Context: an optimization exercise on an open-source flow, tuned for small area and a short achievable clock period. The choices shown serve that exercise and are no tape-out recipe. Only simulation tests tie the RTL to the original design; equivalence was not proved. Power is estimated from default activity; no workload was simulated.

// vx_conv
module vx_conv (
    input  wire        clk,
    input  wire        rst,         
    input  wire        in_valid,
    input  wire [3:0]  in_src_fmt,
    input  wire [3:0]  in_dst_fmt,
    input  wire        in_blk,      
    input  wire [7:0]  in_s1,       
    input  wire [31:0] in_s2,       
    input  wire [31:0] in_data,     
    output reg         out_valid,
    output reg  [31:0] out_data,    
    output reg         out_sat,     
    output reg         out_nan,     
    output reg         out_rsv,     
    output reg         out_scale_inv,  
    output reg         out_err      
);
Size: roughly 210 flip-flops.
==> flow/config.mk <==
export PLATFORM = sky130hd
export DESIGN_NAME = vx_conv
export DESIGN_NICKNAME = vx_conv
export VERILOG_FILES = /design/flow/design.v
export SDC_FILE = /design/flow/constraint.sdc
export NUM_CORES = 4
export LEC_CHECK = 0
export ABC_AREA = 1
export ABC_CLOCK_PERIOD_IN_PS = 10000
export CAP_MARGIN = 20
export CORE_MARGIN = 2
export CORE_UTILIZATION = 40
export CTS_CLUSTER_DIAMETER = 100
export CTS_CLUSTER_SIZE = 30
export SLEW_MARGIN = 20
export BUFFER_PORTS_ARGS = -buffer_cell sky130_fd_sc_hd__buf_1
==> flow/constraint.sdc <==
create_clock -name core_clock -period 28.0 [get_ports {clk}]
set_input_delay 5.6000 -clock core_clock [delete_from_list [all_inputs] [get_ports {clk}]]
set_output_delay 5.6000 -clock core_clock [all_outputs]
set_load 0.01 [all_outputs]
standard.sh (not shown) runs the stock make flow with config.mk's settings and CLKGATE_MAP_FILE= SYNTH_SCRIPT=/design/flow/synth_recipe.tcl, a recipe that flattens the netlist after the stock synthesis.
==> flow/flow/run.sh <==
#!/bin/bash
# Layout flow: the standard flow (standard synthesis, floorplan, place,
# CTS, route), except that the port buffers that global placement inserts
# on every input and output are the small sky130_fd_sc_hd__buf_1 instead of
# the flow's default pick (a clkdlybuf4s50 delay cell).
# Each tool's full output is kept under orfs/logs/; the make output is in
# flow_make.log in this folder.
set -euo pipefail
echo 'export BUFFER_PORTS_ARGS = -buffer_cell sky130_fd_sc_hd__buf_1' >> config.mk
bash standard.sh finish > flow_make.log 2>&1
Next try:
Settings changed: CTS_CLUSTER_DIAMETER 100 to default, CTS_CLUSTER_SIZE 30 to default.
Worst setup slack degrades by 0.020 ns. Power grows by 5.6%. Fmax drops by 0.31%. Register-to-register slack stays flat. Synthesized area does not change. Worst hold slack gets worse by 0.0075 ns.
Next try:
Settings changed: CTS_CLUSTER_DIAMETER from default to 120, CTS_CLUSTER_SIZE from default to 40.
The new run produced a clean layout.
Fmax grows slightly.
Global-route usage fell by 0.27 points.
Non-clock buffer count does not change.
Wire length came out lower slightly.
Die area stays the same.

vx_conv, a different RTL version from the one above (not shown whole).
Size in the first run: ~2400 cells after synthesis, about 210 flip-flops, ~120 I/O pins, about 20000 um^2 of cells after synthesis.
==> flow/config.mk <==
export PLATFORM = sky130hd
export DESIGN_NAME = vx_conv
export DESIGN_NICKNAME = vx_conv
export VERILOG_FILES = /design/flow/design.v
export SDC_FILE = /design/flow/constraint.sdc
export NUM_CORES = 4
export LEC_CHECK = 0
export ABC_CLOCK_PERIOD_IN_PS = 10000
export CAP_MARGIN = 20
export CORE_MARGIN = 2
export CORE_UTILIZATION = 40
export CTS_BUF_LIST = sky130_fd_sc_hd__clkbuf_4 sky130_fd_sc_hd__clkbuf_8
export SLEW_MARGIN = 20
export BUFFER_PORTS_ARGS = -buffer_cell sky130_fd_sc_hd__buf_1
==> flow/constraint.sdc <==
create_clock -name core_clock -period 28.0 [get_ports {clk}]
set_input_delay 5.6000 -clock core_clock [delete_from_list [all_inputs] [get_ports {clk}]]
set_output_delay 5.6000 -clock core_clock [all_outputs]
set_load 0.01 [all_outputs]
Scripts as last shown in full above: flow/flow/run.sh
The first run finished clean.
Change:
CTS_BUF_LIST = default   (was sky130_fd_sc_hd__clkbuf_4 sky130_fd_sc_hd__clkbuf_8)
What happened:
- setup slack is better by 0.033 ns
- sequential power stays flat
- synthesized area stays the same
- sequential share of layout area barely changes
- core utilization decreases by 0.15 points
- fmax increases by about 0.5%
- design area decreases by about 0.35%

vx_conv, a different RTL version from the one above (not shown whole).
For scale: about 210 flip-flops, roughly 120 I/O pins, roughly 19,000 sq um of cells after synthesis.
==> flow/config.mk <==
export PLATFORM = sky130hd
export DESIGN_NAME = vx_conv
export DESIGN_NICKNAME = vx_conv
export VERILOG_FILES = /design/flow/design.v
export SDC_FILE = /design/flow/constraint.sdc
export NUM_CORES = 4
export LEC_CHECK = 0
export ABC_AREA = 1
export ABC_CLOCK_PERIOD_IN_PS = 10000
export CAP_MARGIN = 20
export CORE_MARGIN = 2
export CORE_UTILIZATION = 40
export CTS_CLUSTER_DIAMETER = 100
export CTS_CLUSTER_SIZE = 30
export PLACE_DENSITY = 0.9
export SLEW_MARGIN = 20
export BUFFER_PORTS_ARGS = -buffer_cell sky130_fd_sc_hd__buf_1
==> flow/constraint.sdc <==
create_clock -name core_clock -period 28.0 [get_ports {clk}]
set_input_delay 5.6000 -clock core_clock [delete_from_list [all_inputs] [get_ports {clk}]]
set_output_delay 5.6000 -clock core_clock [all_outputs]
set_load 0.01 [all_outputs]
Scripts as last shown in full above: flow/flow/run.sh
Edit:
Settings changed: PLACE_DENSITY 0.9 to not set.
After rerunning: The changed run went through all stages and came out clean; setup slack loses 27 ps; via count decreases by 1.9%; final cell count hardly moves; cell area came out higher by 0.77%; area after synthesis does not change; power went up by 3.8%; routed wire length grows by 7.9%; critical path depth does not change; first-iteration DRC count fell by 19%; sequential power barely changes; combinational power goes up by about 0.8%.
Edit:
Settings changed: PLACE_DENSITY set to 0.75.
=> Total power fell by a few percent; flip-flop and latch count stays the same; register-to-register slack got worse by 230 ps; routed wire length fell by a little under a tenth; worst hold slack improved by 3.5 ps; global-route usage fell by 1.9 points; synthesized cell count stays the same.
Edit:
Settings changed: CTS_CLUSTER_DIAMETER 100 to 60, PLACE_DENSITY 0.75 to 0.9.
The changed run completed with no timing, DRC or antenna violations; power grows by 6.0%; clock-buffer cell count grows by 5; die area does not change.

Setup of alpha:
vx_conv, a different RTL version from the one above (not shown whole).
Size in the first run: ~120 I/O pins, roughly 21,000 um2 of cells after synthesis.
==> flow/config.mk <==
export PLATFORM = sky130hd
export DESIGN_NAME = vx_conv
export DESIGN_NICKNAME = vx_conv
export VERILOG_FILES = /design/flow/design.v
export SDC_FILE = /design/flow/constraint.sdc
export NUM_CORES = 4
export LEC_CHECK = 0
export ABC_CLOCK_PERIOD_IN_PS = 10000
export CAP_MARGIN = 20
export CORE_MARGIN = 2
export CORE_UTILIZATION = 40
export SLEW_MARGIN = 20
export BUFFER_PORTS_ARGS = -buffer_cell sky130_fd_sc_hd__buf_1
==> flow/constraint.sdc <==
create_clock -name core_clock -period 28.0 [get_ports {clk}]
set_input_delay 5.6000 -clock core_clock [delete_from_list [all_inputs] [get_ports {clk}]]
set_output_delay 5.6000 -clock core_clock [all_outputs]
set_load 0.01 [all_outputs]
Scripts as last shown in full above: flow/flow/run.sh
Edits applied to the flow inputs when going from alpha to beta:
Settings: BUFFER_PORTS_ARGS removed (was -buffer_cell sky130_fd_sc_hd__buf_1).
==> flow/run.sh (new file) <==
#!/bin/bash
# synth_recipe.tcl (not shown) runs the flow's synth.tcl, then flattens the netlist and writes it again
# the make line also repeats each setting of config.mk as NAME=value (left out here)
make -C /OpenROAD-flow-scripts/flow DESIGN_CONFIG=/design/flow/config.mk WORK_HOME=/design/flow/orfs CLKGATE_MAP_FILE= SYNTH_SCRIPT=/design/flow/synth_recipe.tcl finish
removed: flow/flow/run.sh
removed: flow/standard.sh
==> comparison <==
- Final hold slack ends up lower on beta.
- Changes observed in beta relative to alpha: total length of routed wires picked up an extra about 1.7%; synthesis-to-layout area growth now sits higher; global-route usage rose by 0.42 points; first-pass GRT wire length rose 1700 um; count of plain and timing-repair buffers in the layout went up by about 1.4%.
- Reported for beta and alpha, maximum fanout along the worst path turned out identical to the last digit.
- beta reached the final stage; the timing, design-rule and antenna checks on its layout passed.
- alpha: full flow OK, the timing, design-rule and antenna checks passed

[afterwards: timing with drivers on the ports]
In the flow no input, the clock included, has a driving cell. The finished layouts below were timed again as built, in two steps.
Step 1, drivers: a clkbuf_16 drives clk and a buf_2 each remaining input, both assumed.
Step 2 adds t to the input delays and takes it off the output delays; t is the mean of the earliest and latest rising clock arrival at the registers after step 1. Input paths then give back, and output paths get back, about the clock's delay inside the block.
Three values: ideal ports, drivers, drivers and shift; two values: the first two.
run | t, ns | setup WS [ns] | hold slack, ns | worst setup path at the end
the first run of note 1 | 0.567 | 21.411 / 21.354 / 20.984 | 0.335 / 0.335 / 0.335 | input to register
the second run of note 1 | 0.608 | 21.390 / 21.333 / 20.962 | 0.327 / 0.327 / 0.327 | input to register
the third run of note 1 | 0.553 | 21.416 / 21.359 / 20.983 | 0.342 / 0.342 / 0.342 | input to register
the first run of note 2 | 0.627 | 21.353 / 21.298 / 21.071 | 0.325 / 0.325 / 0.325 | input to register
the second run of note 2 | 0.603 | 21.387 / 21.327 / 21.070 | 0.326 / 0.326 / 0.326 | input to register
the first run of note 3 | 0.534 | 21.417 / 21.361 / 20.970 | 0.336 / 0.336 / 0.336 | input to register
the second run of note 3 | 0.564 | 21.389 / 21.333 / 20.974 | 0.334 / 0.334 / 0.334 | input to register
the third run of note 3 | 0.545 | 21.425 / 21.367 / 20.984 | 0.338 / 0.338 / 0.338 | input to register
the fourth run of note 3 | 0.571 | 21.398 / 21.343 / 21.000 | 0.332 / 0.332 / 0.332 | input to register
alpha | 0.593 | 21.391 / 21.336 / 21.478 | 0.326 / 0.326 / 0.326 | register to register
beta | 0.599 | 21.007 / 20.951 / 21.550 | 0.322 / 0.322 / 0.322 | register to output
After both steps every run listed still meets setup and hold. For the first run of note 3, which loses most, drivers alone change the setup slack by -0.056 ns; drivers and shift together by -0.447 ns.
